Background: an optimization exercise with open tools, aiming at small area, a short achievable clock period and few clock cycles. Do not read the settings as production practice. Where RTL was checked, it was by simulation tests only, not by an equivalence proof against the original.

## oak
==> flow/design.v (excerpt) <==
module kk7_combiner (
    input  wire         clk,
    input  wire         rst,
    input  wire         in_valid,
    output wire         in_ready,
    input  wire [31:0]  in_y,        
    input  wire         in_acc,      
    input  wire         in_ofmt,     
    input  wire         in_align,    
    input  wire         in_nan,      
    input  wire [199:0] in_s,        
    input  wire [63:0]  in_code,     
    input  wire [79:0]  in_ea,       
    output wire         out_valid,
    input  wire         out_ready,
    output wire [31:0]  out_y,
    output wire         out_ovf      
);
Settings: LEC_CHECK=0, ABC_AREA=1, CAP_MARGIN=20, CORE_MARGIN=2, CORE_UTILIZATION=40, SLEW_MARGIN=20; clock period 38.0 ns.
standard.sh (not shown) runs the stock make flow with config.mk's settings and CLKGATE_MAP_FILE= SYNTH_SCRIPT=/design/flow/synth_recipe.tcl, a recipe that flattens the netlist after the stock synthesis.
==> flow/flow/run.sh <==
#!/bin/bash
# Standard layout, with timing repair asked to aim well below the clock period.
bash standard.sh SETUP_SLACK_MARGIN=27.5 finish > standard.log 2>&1
Having completed the whole flow, oak delivered a layout that passed the timing, design-rule and antenna checks.
### oak -> pine
--- a/flow/design.v
+++ b/flow/design.v
@@ -80,19 +80,17 @@
     input  wire [79:0]  in_ea,       
     output wire         out_valid,
     input  wire         out_ready,
     output wire [31:0]  out_y,
     output wire         out_ovf      
 );
     integer i;
     reg        busy;        
-    reg  [7:1] rem_q;       
-    reg        kill;        
-    wire [7:1] rem = kill ? 7'd0 : rem_q;
+    reg  [7:1] rem;         
     reg        rdy;         
     reg  [1:0] pend;        
     wire codes_equal = (in_code[15:8]  == in_code[7:0]) && (in_code[23:16] == in_code[7:0]) &&
                        (in_code[31:24] == in_code[7:0]) && (in_code[39:32] == in_code[7:0]) &&
                        (in_code[47:40] == in_code[7:0]) && (in_code[55:48] == in_code[7:0]) &&
                        (in_code[63:56] == in_code[7:0]);
     wire in_fused = in_align && codes_equal && (in_code[7:0] != 8'h00) && (in_code[7:0] != 8'hFF);
     reg  any_ff;
@@ -108,33 +106,31 @@
     wire [7:1] rem_rest = rem & (rem - 7'd1);
     wire       rem_many = (rem_rest != 7'd0);
     wire first  = !busy && in_valid;
     wire accept = busy && rdy;                     
     wire fetch  = first || (busy && (rem_many || rdy));
     wire [7:0] sel = busy ? {rem_low, 1'b0} : 8'd1;    
     wire       j_real = first || (rem != 7'd0);    
     wire       deliver = out_valid && out_ready;
-    wire [7:1] rem_nx  = first ? act :
+    wire [7:1] rem_nx  = first ? (any_ff ? 7'd0 : act) :
                          (busy && rem_many) ? rem_rest :
                          accept ? 7'd0 : rem;
     wire       busy_nx = first || (busy && !accept);
     wire [1:0] pend_nx = pend + {1'b0, accept} - {1'b0, deliver};
     reg        fused_q;     
     always @(posedge clk) begin
         if (rst) begin
             busy <= 1'b0;
-            rem_q <= 7'd0;
-            kill  <= 1'b0;
+            rem  <= 7'd0;
             rdy  <= 1'b0;
             pend <= 2'd0;
         end else begin
             busy <= busy_nx;
-            rem_q <= rem_nx;
-            if (first) kill <= any_ff;
+            rem  <= rem_nx;
             rdy  <= busy && !accept && (!rem_many || ((rem_rest & (rem_rest - 7'd1)) == 7'd0)) &&
                     !pend_nx[1];
             pend <= pend_nx;
         end
         if (first) fused_q <= in_fused;
     end
     assign in_ready = rdy;
     reg [24:0] s_sel;
### Flow results
oak was larger in final cell area than pine.
pine has routed metal-1 wirelength above what oak had.
Comparing oak and pine, post-synthesis sequential area ratio is higher on pine.
Number of setup buffers added after CTS in pine is 40 below oak.
Diff oak -> pine: met3 capacity usage during global routing went up 0.56 points; final design utilization went down by 0.49 points; fmax picked up an extra about 3.8%; sequential share of layout area rose by 0.16 points.
The higher overall track demand over capacity in global routing of oak and pine is in pine.
In terms of adder and majority cell fraction of the synthesized area, pine and oak differ only marginally.
Higher sequential cell count goes to oak over pine.
Testbench counts of pine, summed over its fixed seeds: cycles 32,572.
Function not checked in oak: the RTL went through the layout flow alone.


kk7_combiner, a different RTL version from the one above (not shown whole).
For scale: ~5100 cells after synthesis, about 250 flip-flops.
clock: 38.0 ns
lec_check: 0
abc_area: 1
cap_margin: 20
core_margin: 2
core_utilization: 40
slew_margin: 20
==> flow/flow/run.sh <==
#!/bin/bash
# Standard layout: every port buffered with buf_1, and timing repair asked to
# aim well below the clock period.
bash standard.sh SETUP_SLACK_MARGIN=27.5 "BUFFER_PORTS_ARGS=-buffer_cell sky130_fd_sc_hd__buf_1" finish > standard.log 2>&1
Change:
--- a/flow/design.v
+++ b/flow/design.v
@@ -81,70 +81,60 @@
     output wire         out_valid,
     input  wire         out_ready,
     output wire [31:0]  out_y,
     output wire         out_ovf      
 );
     integer i;
     reg        busy;        
-    reg  [7:1] rem_q;       
-    reg        kill;        
-    wire [7:1] rem = kill ? 7'd0 : rem_q;
+    reg  [7:1] rem;         
     reg        rdy;         
     reg  [1:0] pend;        
     wire codes_equal = (in_code[15:8]  == in_code[7:0]) && (in_code[23:16] == in_code[7:0]) &&
                        (in_code[31:24] == in_code[7:0]) && (in_code[39:32] == in_code[7:0]) &&
                        (in_code[47:40] == in_code[7:0]) && (in_code[55:48] == in_code[7:0]) &&
                        (in_code[63:56] == in_code[7:0]);
     wire in_fused = in_align && codes_equal && (in_code[7:0] != 8'h00) && (in_code[7:0] != 8'hFF);
     reg  any_ff;
-    reg  [7:0] act;
+    reg  [7:1] act;
     always @* begin
         any_ff = in_nan;
         for (i = 0; i < 8; i = i + 1)
             any_ff = any_ff | (in_code[8*i +: 8] == 8'hFF);
-        for (i = 0; i < 8; i = i + 1)
+        for (i = 1; i < 8; i = i + 1)
             act[i] = (in_code[8*i +: 8] != 8'h00) && (in_s[25*i +: 25] != 25'd0);
     end
     wire [7:1] rem_low  = rem & ~(rem - 7'd1);    
     wire [7:1] rem_rest = rem & (rem - 7'd1);
     wire       rem_many = (rem_rest != 7'd0);
     wire first  = !busy && in_valid;
     wire accept = busy && rdy;                     
     wire fetch  = first || (busy && (rem_many || rdy));
-    wire [7:0] act_e   = act;
-    wire [7:0] act_low = act_e & ~(act_e - 8'd1);
-    wire [7:0] sel = busy ? {rem_low, 1'b0} : act_low;    
-    wire       j_real = busy ? (rem != 7'd0) : (act_e != 8'd0);    
+    wire [7:0] sel = busy ? {rem_low, 1'b0} : 8'd1;    
+    wire       j_real = first || (rem != 7'd0);    
     wire       deliver = out_valid && out_ready;
-    wire [7:1] rem_nx  = first ? (act_e[7:1] & ~act_low[7:1]) :
+    wire [7:1] rem_nx  = first ? (any_ff ? 7'd0 : act) :
                          (busy && rem_many) ? rem_rest :
                          accept ? 7'd0 : rem;
     wire       busy_nx = first || (busy && !accept);
     wire [1:0] pend_nx = pend + {1'b0, accept} - {1'b0, deliver};
     reg        fused_q;     
-    reg  [10:0] x0;         
     always @(posedge clk) begin
         if (rst) begin
             busy <= 1'b0;
-            rem_q <= 7'd0;
-            kill  <= 1'b0;
+            rem  <= 7'd0;
             rdy  <= 1'b0;
             pend <= 2'd0;
         end else begin
             busy <= busy_nx;
-            rem_q <= rem_nx;
-            if (first) kill <= any_ff;
+            rem  <= rem_nx;
             rdy  <= busy && !accept && (!rem_many || ((rem_rest & (rem_rest - 7'd1)) == 7'd0)) &&
                     !pend_nx[1];
             pend <= pend_nx;
         end
-        if (first) begin
-            fused_q <= in_fused;
-            x0      <= $signed({3'b000, in_code[7:0]}) - 11'sd127 + $signed({in_ea[9], in_ea[9:0]});
-        end
+        if (first) fused_q <= in_fused;
     end
     assign in_ready = rdy;
     reg [24:0] s_sel;
     reg [7:0]  code_sel;
     reg [9:0]  ea_sel;
     always @* begin
         s_sel = 25'd0; code_sel = 8'd0; ea_sel = 10'd0;
@@ -171,22 +161,24 @@
         t_ofmt  <= in_ofmt;
         t_nan   <= any_ff;
         t_s     <= s_sel;
         t_code  <= code_sel;
         t_ea    <= ea_sel;
     end
     reg  [27:0] acc;        
+    reg  [10:0] x0;         
     wire signed [10:0] x_j = $signed({3'b000, t_code}) - 11'sd127 + $signed({t_ea[9], t_ea});
     wire [27:0] s_ext   = t_real ? {{3{t_s[24]}}, t_s} : 28'd0;
     wire [27:0] acc_nx  = (t_first ? 28'd0 : acc) + s_ext;
     wire [27:0] val     = t_fused ? acc_nx : s_ext;
-    wire signed [10:0] x = t_fused ? x0 : x_j;
+    wire signed [10:0] x = (t_fused && !t_first) ? x0 : x_j;
     wire        emit    = t_v && (t_fused ? t_last : (t_real && t_code != 8'h00));
     always @(posedge clk) begin
         acc <= acc_nx;
+        if (t_first) x0 <= x_j;
     end
     wire        p_sign = val[27];
     wire [27:0] p_mag  = p_sign ? -val : val;
     wire signed [11:0] p_q = $signed({x[10], x}) + 12'sd153;
     wire        p_neg  = p_q[11];
     reg  [27:0] p_lim;
     always @* begin
Core utilization increases by 0.64 points.
Setup slack improved by 0.61 ns.
Cell count fell by 2.3%.
Register-to-register slack barely changes.
First-iteration DRC count decreases by 3.1%.
Die area goes down by 2.7%.
Clock-buffer cell count falls by 4.
Design area drops by 0.96%.
Hold slack improved by 0.0052 ns.
Critical path depth is higher by 59.
Global-route usage fell by 3.1 points.
Fmax climbs by 6.1%.
Wire length fell by 9.3%.
Testbench counts after the change, summed over its fixed seeds: cycles 32,572.
Only the layout flow was run in the first run of this note; the RTL was not checked for function there.

==> what the ideal ports hide <==
How much do the figures lean on ideal ports? The routed layouts below were timed once more, with nothing changed but the port constraints. Step 1 assumes that a clkbuf_16 drives the clock port and a buf_2 every other input. Step 2 adds t to the input delays and takes it off the output delays; t is the mean of the earliest and latest rising clock arrival at the registers after step 1. Input paths then give back, and output paths get back, about the clock's delay inside the block. Slacks: ideal / step 1 / step 2; pairs: ideal / step 1.
run	t, ns	setup WS [ns]	pins driven straight from the clock port
oak	0.609	27.576 / 27.576 / 27.576	1
pine	0.620	27.955 / 27.979 / 27.359	1
the first run of note 2	0.633	27.485 / 27.523 / 26.890	1
the second run of note 2	0.632	28.091 / 28.091 / 27.785	1
After both steps every run listed still meets setup and hold. For pine, which loses most, drivers alone change the setup slack by +0.024 ns; drivers and shift together by -0.596 ns.
